Source: an optimization exercise on an open RTL-to-GDS flow (aim: small area and few clock cycles). Production flows keep margins and buffers that such runs may drop.
Only simulation tests tie the RTL to the original design; equivalence was not proved.

==> design.v <==
module loop_law (
    input  wire        clk,
    input  wire        rst,             
    input  wire        start,
    input  wire [2:0]  law,             
    input  wire [2:0]  gh,              
    input  wire [31:0] x0, x1, x2, x3,  
    input  wire [31:0] c0, c1, c2, c3, c4, c5,    
    input  wire [4:0]  s0, s1, s2, s3, s4, s5,    
    input  wire [31:0] lim_lo, lim_hi,  
    output reg         done,
    output reg  [31:0] y,               
    output reg         sat              
);
    localparam AW = 76;                 
    localparam LAW_PI = 3'd1, LAW_SOS = 3'd3, LAW_RATE = 3'd4;
    localparam OP_ADD  = 4'd0;   
    localparam OP_SUB  = 4'd1;   
    localparam OP_E    = 4'd2;   
    localparam OP_TI   = 4'd3;   
    localparam OP_PI1  = 4'd4;   
    localparam OP_UP   = 4'd5;   
    localparam OP_DN   = 4'd6;   
    localparam OP_RATE = 4'd7;   
    localparam OP_PI2  = 4'd8;   
    localparam OP_FIN  = 4'd9;   
    localparam XS_X0 = 3'd0, XS_X1 = 3'd1, XS_X2 = 3'd2, XS_X3 = 3'd3,
               XS_ONE = 3'd4, XS_E = 3'd5, XS_U1 = 3'd6, XS_Y1Y2 = 3'd7;
    reg signed [63:0] st_i;             
    reg signed [31:0] st_y1;            
    reg signed [31:0] st_y2;            
    reg signed [31:0] st_u1, st_u2;     
    reg               busy, phase;
    reg [3:0]         pc;
    reg signed [AW-1:0] acc;
    reg signed [31:0] ev;               
    reg signed [AW-1:0] ti, up, dn;
    reg signed [63:0] prod;
    reg [5:0]         pshift;
    reg               esat;
    reg [3:0] op;
    reg [2:0] xs, ci;
    reg       use_gh, last, is_term;
    always @(*) begin
        op = OP_ADD; xs = XS_X0; ci = 3'd0; use_gh = 1'b0; last = 1'b0;
        case (law)
            LAW_PI: case (pc)
                4'd0: begin op = OP_ADD; xs = XS_X0; ci = 3'd0; end
                4'd1: begin op = OP_ADD; xs = XS_X1; ci = 3'd1; end
                4'd2: begin op = OP_ADD; xs = XS_X2; ci = 3'd2; end
                4'd3: begin op = OP_E; end
                4'd4: begin op = OP_ADD; xs = XS_X3; ci = 3'd3; end
                4'd5: begin op = OP_ADD; xs = XS_E;  ci = 3'd4; use_gh = 1'b1; end
                4'd6: begin op = OP_TI;  xs = XS_E;  ci = 3'd5; use_gh = 1'b1; end
                4'd7: begin op = OP_PI1; end
                4'd8: begin op = OP_PI2; end
                default: begin op = OP_FIN; last = 1'b1; end
            endcase
            LAW_SOS: case (pc)
                4'd0: begin op = OP_ADD; xs = XS_X0; ci = 3'd0; end
                4'd1: begin op = OP_E; end
                4'd2: begin op = OP_ADD; xs = XS_E;  ci = 3'd1; end
                4'd3: begin op = OP_ADD; xs = XS_U1; ci = 3'd2; end
                4'd4: begin op = OP_ADD; xs = XS_U1; ci = 3'd3; end
                4'd5: begin op = OP_SUB; xs = XS_Y1Y2; ci = 3'd4; end
                4'd6: begin op = OP_SUB; xs = XS_Y1Y2; ci = 3'd5; end
                default: begin op = OP_FIN; last = 1'b1; end
            endcase
            LAW_RATE: case (pc)
                4'd0: begin op = OP_ADD; xs = XS_X0; ci = 3'd0; end
                4'd1: begin op = OP_ADD; xs = XS_X1; ci = 3'd1; end
                4'd2: begin op = OP_E; end
                4'd3: begin op = OP_UP; xs = XS_ONE; ci = 3'd2; end
                4'd4: begin op = OP_DN; xs = XS_ONE; ci = 3'd3; end
                4'd5: begin op = OP_RATE; end
                default: begin op = OP_FIN; last = 1'b1; end
            endcase
            default: case (pc)        
                4'd0: begin op = OP_ADD; xs = XS_X0; ci = 3'd0; end
                4'd1: begin op = OP_ADD; xs = XS_X1; ci = 3'd1; end
                4'd2: begin op = OP_ADD; xs = XS_X2; ci = 3'd2; end
                4'd3: begin op = OP_ADD; xs = XS_X3; ci = 3'd3; end
                4'd4: begin op = OP_ADD; xs = XS_ONE; ci = 3'd4; end
                default: begin op = OP_FIN; last = 1'b1; end
            endcase
        endcase
        is_term = (op == OP_ADD) || (op == OP_SUB) || (op == OP_TI) || (op == OP_UP) || (op == OP_DN);
    end
    reg signed [31:0] xsel, csel;
    reg [4:0]         ssel;
    always @(*) begin
        case (xs)
            XS_X0:   xsel = x0;
            XS_X1:   xsel = x1;
            XS_X2:   xsel = x2;
            XS_X3:   xsel = x3;
            XS_ONE:  xsel = 32'sh0100_0000;
            XS_E:    xsel = ev;
            XS_U1:   xsel = (ci == 3'd2) ? st_u1 : st_u2;
            default: xsel = (ci == 3'd4) ? st_y1 : st_y2;
        endcase
        case (ci)
            3'd0: begin csel = c0; ssel = s0; end
            3'd1: begin csel = c1; ssel = s1; end
            3'd2: begin csel = c2; ssel = s2; end
            3'd3: begin csel = c3; ssel = s3; end
            3'd4: begin csel = c4; ssel = s4; end
            default: begin csel = c5; ssel = s5; end
        endcase
    end
    wire [5:0] seff = {1'b0, ssel} + (use_gh ? {3'd0, gh} : 6'd0);
    function automatic signed [AW-1:0] rnd_sh(input signed [AW-1:0] v, input [5:0] n);
        reg [AW-1:0] mag, r;
        begin
            if (n == 6'd0) rnd_sh = v;
            else begin
                mag = v[AW-1] ? -v : v;
                r   = (mag + ({{(AW-1){1'b0}}, 1'b1} << (n - 6'd1))) >> n;
                rnd_sh = v[AW-1] ? -r : r;
            end
        end
    endfunction
    function automatic signed [31:0] sat32(input signed [AW-1:0] v);
        begin
            if (v > 76'sd2147483647)        sat32 = 32'sh7FFF_FFFF;
            else if (v < -76'sd2147483648)  sat32 = 32'sh8000_0000;
            else                            sat32 = v[31:0];
        end
    endfunction
    function automatic signed [AW-1:0] clampv(input signed [AW-1:0] v, input signed [AW-1:0] lo,
                                              input signed [AW-1:0] hi);
        begin
            if (v < lo)      clampv = lo;
            else if (v > hi) clampv = hi;
            else             clampv = v;
        end
    endfunction
    wire signed [AW-1:0] pext = {{(AW-64){prod[63]}}, prod};
    reg  signed [AW-1:0] term;
    always @(*) begin
        if (pshift > 6'd31)      term = {AW{1'b0}};
        else if (pshift <= 6'd8) term = pext <<< (6'd8 - pshift);
        else                     term = rnd_sh(pext, pshift - 6'd8);
    end
    wire signed [AW-1:0] lo_a = {{(AW-40){lim_lo[31]}}, lim_lo, 8'd0};
    wire signed [AW-1:0] hi_a = {{(AW-40){lim_hi[31]}}, lim_hi, 8'd0};
    wire signed [AW-1:0] i_a  = {{(AW-64){st_i[63]}}, st_i};
    reg signed [AW-1:0] i1a, i1b, i_new;
    always @(*) begin
        i1a = i_a + ti;
        if ((acc + i1a > hi_a) && (i1a > i_a)) i1a = (i_a > hi_a - acc) ? i_a : hi_a - acc;
        i1b = ti;                        
        if ((acc + i1b < lo_a) && (i1b < i_a)) i1b = (i_a < lo_a - acc) ? i_a : lo_a - acc;
        i_new = clampv(i1b, lo_a, hi_a);
    end
    wire signed [AW-1:0] y1_a   = {{(AW-32){st_y1[31]}}, st_y1};
    wire signed [AW-1:0] ev_a   = {{(AW-32){ev[31]}}, ev};
    wire signed [AW-1:0] rstep  = clampv(ev_a - y1_a, -dn, up);
    wire signed [AW-1:0] racc   = (y1_a + rstep) <<< 8;
    wire signed [AW-1:0] max72 = {{(AW-71){1'b0}}, {71{1'b1}}};
    wire signed [AW-1:0] min72 = {{(AW-71){1'b1}}, {71{1'b0}}};
    wire signed [AW-1:0] acc_t = (op == OP_SUB) ? acc - term : acc + term;
    wire signed [AW-1:0] acc_f = acc;
    wire signed [AW-1:0] a72   = clampv(acc_f, min72, max72);
    wire                 s72   = (a72 != acc_f);
    wire signed [AW-1:0] ar    = rnd_sh(a72, 6'd8);
    wire signed [31:0]   y32   = sat32(ar);
    wire                 s32   = ({{(AW-32){y32[31]}}, y32} != ar);
    wire signed [31:0]   ycl   = ($signed(y32) < $signed(lim_lo)) ? lim_lo :
                                 ($signed(y32) > $signed(lim_hi)) ? lim_hi : y32;
    wire signed [AW-1:0] acc_r = rnd_sh(acc, 6'd8);
    wire signed [31:0]   e32   = sat32(acc_r);
    wire                 e_s   = ({{(AW-32){e32[31]}}, e32} != acc_r);
    always @(posedge clk) begin
        if (rst) begin
            busy  <= 1'b0;
            phase <= 1'b0;
            pc    <= 4'd0;
            acc   <= {AW{1'b0}};
            ev    <= 32'sd0;
            ti    <= {AW{1'b0}};
            up    <= {AW{1'b0}};
            dn    <= {AW{1'b0}};
            prod  <= 64'sd0;
            pshift <= 6'd0;
            esat  <= 1'b0;
            done  <= 1'b0;
            y     <= 32'd0;
            sat   <= 1'b0;
            st_i  <= 64'sd0;
            st_y1 <= 32'sd0;
            st_y2 <= 32'sd0;
            st_u1 <= 32'sd0;
            st_u2 <= 32'sd0;
        end else begin
            done <= 1'b0;
            if (!busy) begin
                if (start) begin
                    busy  <= 1'b1;
                    phase <= 1'b0;
                    pc    <= 4'd0;
                    acc   <= {AW{1'b0}};
                    esat  <= 1'b0;
                end
            end else if (is_term && !phase) begin
                prod   <= xsel * csel;
                pshift <= seff;
                phase  <= 1'b1;
            end else begin
                phase <= 1'b0;
                case (op)
                    OP_ADD: acc <= acc_t;
                    OP_SUB: acc <= acc_t;
                    OP_PI1: ti <= i1a;
                    OP_PI2: begin
                        acc  <= acc + i_new;
                        st_i <= i_new[63:0];
                    end
                    OP_RATE: acc <= racc;
                    OP_E: begin
                        ev   <= e32;
                        esat <= esat | e_s;
                        acc  <= {AW{1'b0}};
                    end
                    OP_TI: ti <= term;
                    OP_UP: up <= rnd_sh(term, 6'd8);
                    OP_DN: dn <= rnd_sh(term, 6'd8);
                    default: ;
                endcase
                if (last) begin
                    busy  <= 1'b0;
                    done  <= 1'b1;
                    y     <= ycl;
                    sat   <= esat | s72 | s32;
                    st_y1 <= ycl;
                    if (law == LAW_SOS) begin
                        st_u2 <= st_u1;
                        st_u1 <= ev;
                        st_y2 <= st_y1;
                    end
                end else begin
                    pc <= pc + 4'd1;
                end
            end
        end
    end
endmodule
==> run.sh <==
#!/bin/bash
# synth_recipe.tcl (not shown) runs the flow's synth.tcl, then flattens the netlist and writes it again
# the make line also repeats each setting of config.mk as NAME=value (left out here)
make -C /OpenROAD-flow-scripts/flow DESIGN_CONFIG=/design/flow/config.mk WORK_HOME=/design/flow/orfs CLKGATE_MAP_FILE= SYNTH_SCRIPT=/design/flow/synth_recipe.tcl finish
==> config.mk <==
export PLATFORM = sky130hd
export DESIGN_NAME = loop_law
export DESIGN_NICKNAME = loop_law
export VERILOG_FILES = /design/flow/design.v
export SDC_FILE = /design/flow/constraint.sdc
export NUM_CORES = 4
export LEC_CHECK = 0
export CAP_MARGIN = 20
export CORE_MARGIN = 2
export CORE_UTILIZATION = 40
export SLEW_MARGIN = 20
==> constraint.sdc <==
create_clock -name core_clock -period 30.0 [get_ports {clk}]
set_input_delay 6.0000 -clock core_clock [delete_from_list [all_inputs] [get_ports {clk}]]
set_output_delay 6.0000 -clock core_clock [all_outputs]
set_load 0.01 [all_outputs]
==> run_results.csv <==
group,metric,value,unit
status,status,"finished clean",
setup_path,crit_path_top_delay_cell,"o41ai_1",
floorplan,coreArea,386000,sq um
clock_network,clk_latency,0.96,ns
floorplan,dieWidth,627,microns
global_routing,overflow,0,
setup_path,cp_common_cell,"a21oi_1",
synth,synth_edf_count,0,
flow_run,drv_cap,0,
routing,drt-met1-wl,313000,microns
setup_path,arrival,27.98,ns
synth,async_reset_ff_frac,0,
synth,synth_top_flop_cell,"dfxtp_1",
global_routing,grt_use_total,0.379,
hold_path,hold_class,"reg -> reg",
timing,drv_slew,0,
cells_and_area,final_nets,24500,
floorplan,die-area,393000,sq um
setup_path,end_kind,"register",
setup_path,worst_setup_path_start_kind,"input port",
cells_and_area,regArea,12400,sq um
cells_and_area,nFillCells,40200,
timing,setup_violations,0,
floorplan,start_util,0.402,
global_routing,grt_pass1_vias,155000,
synth,syn_inst,21400,
synth,yosysSeqAreaShare,0.0795,
timing,rsz0062_at_grt,"false",
timing,hold_viol_final,0,
routing,drt_first_pass_iters,10,
setup_path,r2r-start,"acc[1]$_SDFFE_PP0P_",
global_routing,grt_first_pass_wirelength,1100000,microns
synth,ys_types,128,
timing,fin_setup_tns,0,ns
routing,ant_nets,0,
timing,clock_skew,0.112,ns
synth,synth_nets,24500,
synth,yosysWarnings,1,
cells_and_area,final_layout_size_suffix_gt1_frac,0.0616,
cells_and_area,area_delta_synth_final,9.82,%
setup_path,cp-startpoint,"lim_lo[0]",
place,dp_hpwl,623000,microns
clock_network,max-clock-path-buffers,4,
timing,post-route-min-period,27.25,ns
timing,worst-slew-pin-transition,1.29,ns
clock_network,cts.sinks,616,
setup_path,required,30.72,ns
synth,synth.top_cell.area_share,0.141,
hold_path,hold_depth,2,
floorplan,rows,228,
routing,totalWireLength,774000,microns
synth,synth_area_leaders,"fa_1, ha_1, dfxtp_1",
routing,route.met3.wl,77900,microns
setup_path,r2r_end,"acc[75]$_SDFFE_PP0P_",
clock_network,cts_resized,0,
global_routing,grt_max_degree,147,
clock_network,postCtsHoldBufs,0,
setup_path,rr_worst_depth,93,
setup_path,endpoint,"acc[75]$_SDFFE_PP0P_",
routing,vias,167000,
setup_path,slowest_delay,0.73,ns
timing,max_slew_margin,0.131,
routing,drc,0,
place,globalplace.congestion,1.06,
place,portBuffers,456,
clock_network,post_cts_buffers,0,
floorplan,die_y,627,microns
synth,syn_area_per_cell,7.24,sq um
synth,syn_area,155000,sq um
cells_and_area,fin_area,170000,sq um
synth,synth-seq-cells,616,
routing,route.detailed.wl_per_inst,29.1,microns
clock_network,root_buffer,"clkbuf_16",
clock_network,path_clk_slew,0.06,ns
floorplan,io_pins,457,
routing,wl_met2,332000,microns
setup_path,critPathKind,"in -> reg",
synth,yosysTopAreaCell,"fa_1",
clock_network,cts-htree-levels,3,
cells_and_area,final_cell_mix,"nand2_1, nor2_1, a21oi_1, inv_1, ha_1",
clock_network,numCtsBuffers,96,
timing,timing.fmax,36.7,MHz
timing,fin_crit_sh,0.908,
setup_path,crit_fanout,33,
setup_path,r2r_setup_slack,6.48,ns
place,placed_area,167000,sq um
routing,vias_per_cell,6.28,
cells_and_area,final_common_cell,"nand2_1",
global_routing,antenna_found_initial,84,
routing,drt-initial-drc-count,20000,
routing,highest_layer,"met5",
cells_and_area,multi_input_area,133000,sq um
clock_network,cts_tree,"built",
[how the worst min path moves through the flow]
stage | startpoint | to | slack [ns]
after global placement | st_u2[3]$_SDFFE_PP0P_ | st_u2[3]$_SDFFE_PP0P_ | 0.44
final | st_u2[16]$_SDFFE_PP0P_ | st_u2[16]$_SDFFE_PP0P_ | 0.45
after global routing | st_u2[2]$_SDFFE_PP0P_ | st_u2[2]$_SDFFE_PP0P_ | 0.46
after detailed placement | st_u2[16]$_SDFFE_PP0P_ | st_u2[16]$_SDFFE_PP0P_ | 0.44
after CTS | st_u2[16]$_SDFFE_PP0P_ | st_u2[16]$_SDFFE_PP0P_ | 0.45
after floorplan | st_u2[11]$_SDFFE_PP0P_ | st_u2[11]$_SDFFE_PP0P_ | 0.43
[critical path: cells and delay by family]
family	cells	cell delay [ns]
adders and majority gates	4	1.46
AOI/OAI and AO/OA	48	13.01
buffers and inverters	8	2.70
xor gates and xnor gates	2	0.42
and+or+nand+nor	25	4.02
muxes	1	0.21
[cell families (layout without fill, tap and decap cells)]
| family | count (synthesis) | in the layout | synth area share |
|---|---|---|---|
| adders and majority gates | 2682 | 2682 | 0.269 |
| buffers and inverters | 2876 | 2890 | 0.0704 |
| muxes | 526 | 526 | 0.0399 |
| AOI/OAI and AO/OA | 5598 | 5598 | 0.229 |
| other | 0 | 36 | 0 |
| and+or+nand+nor | 7733 | 7733 | 0.234 |
| xor gates and xnor gates | 1379 | 1379 | 0.0780 |
| DFF | 616 | 616 | 0.0795 |
[metrics by stage]
step	setup slack (ns)	hold slack (ns)	utilization	instances
2_1_floorplan	7.29	0.434	-	21400
3_3_place_gp	1.97	0.440	0.433	26400
3_5_place_dp	2.01	0.444	0.433	26400
4_1_cts	2.80	0.453	0.441	26600
5_1_grt	1.89	0.464	0.441	26600
6_report	2.75	0.453	0.441	26600
[registers in the layout (all words and copies together) (netlist names), 4 cells and up, named ones only]
name and flops:
ev 32, st_u1 32, st_i 64, dn 76, y 32, pshift 6, pc 4, st_y2 32
up 76, acc 76, ti 76, st_u2 32, prod 64
[cell usage after synthesis, types with 48 or more instances]
library cell  number
mux2i_1          339
or4_1             78
buf_1            143
a22oi_1           78
nand2b_1         312
o211a_1           48
xnor2_1          924
o21a_1           162
o22ai_1          116
o211ai_1         215
nor2_1          1929
nand2_1         2806
ha_1            1593
dfxtp_1          616
a21oi_1         1758
nor2b_1          295
a211oi_1         283
mux4_2            60
o41ai_1           52
o21ai_0         1237
or2_2            110
a21o_1           330
a31oi_1          228
nor4_1           157
xor2_1           454
nand4_1          331
buf_2             70
mux2_2           125
a211o_1           66
inv_1           1711
nand3_1          466
and4_1            55
o31ai_1          147
a221oi_1          75
o21bai_1         115
clkbuf_1         932
and2_1           191
nor3_1           453
and3_1           146
fa_1            1089
or3_1            190
[final cells by class]
class | count | area share
clock buffer | 118 | 0.0154
multi-input combinational | 17900 | 0.781
timing repair buffer | 1002 | 0.0512
tap | 5175 | 0.0380
inverter | 1725 | 0.0381
clock inverter | 45 | 0.00280
sequential | 616 | 0.0726
antenna | 36 | 0.000529
[metal layers]
metal  global-route usage  vias to the layer above
li1                     -                    75100
met1                0.496                    81300
met2                0.576                     8964
met3               0.0836                     1891
met4                0.213                       58
met5                    0                        -
Testbench counts, summed over its fixed seeds: cycles 109,120.

==> port drivers added, routing unchanged <==
Ports are ideal in the flow. The routed layout listed here was re-timed in OpenROAD. Step 1 assumes that a clkbuf_16 drives the clock port and a buf_2 every other input. Step 2 also shifts input and output timing later by t, the mid clock arrival at the registers, as if the neighbouring blocks saw the same clock. Slacks: ideal ports / drivers / drivers and shift; pairs: ideal ports / drivers.
shift t [ns]: 0.994
slack for setup (ns): 2.746 / 2.710 / 1.716
slew at the worst register clock pin (ns): 0.07 / 0.07
worst slew at a driven data input, ns: 0.20
After both steps setup and hold are still met in this run. For this run, drivers alone change the setup slack by -0.036 ns; drivers and shift together by -1.030 ns.
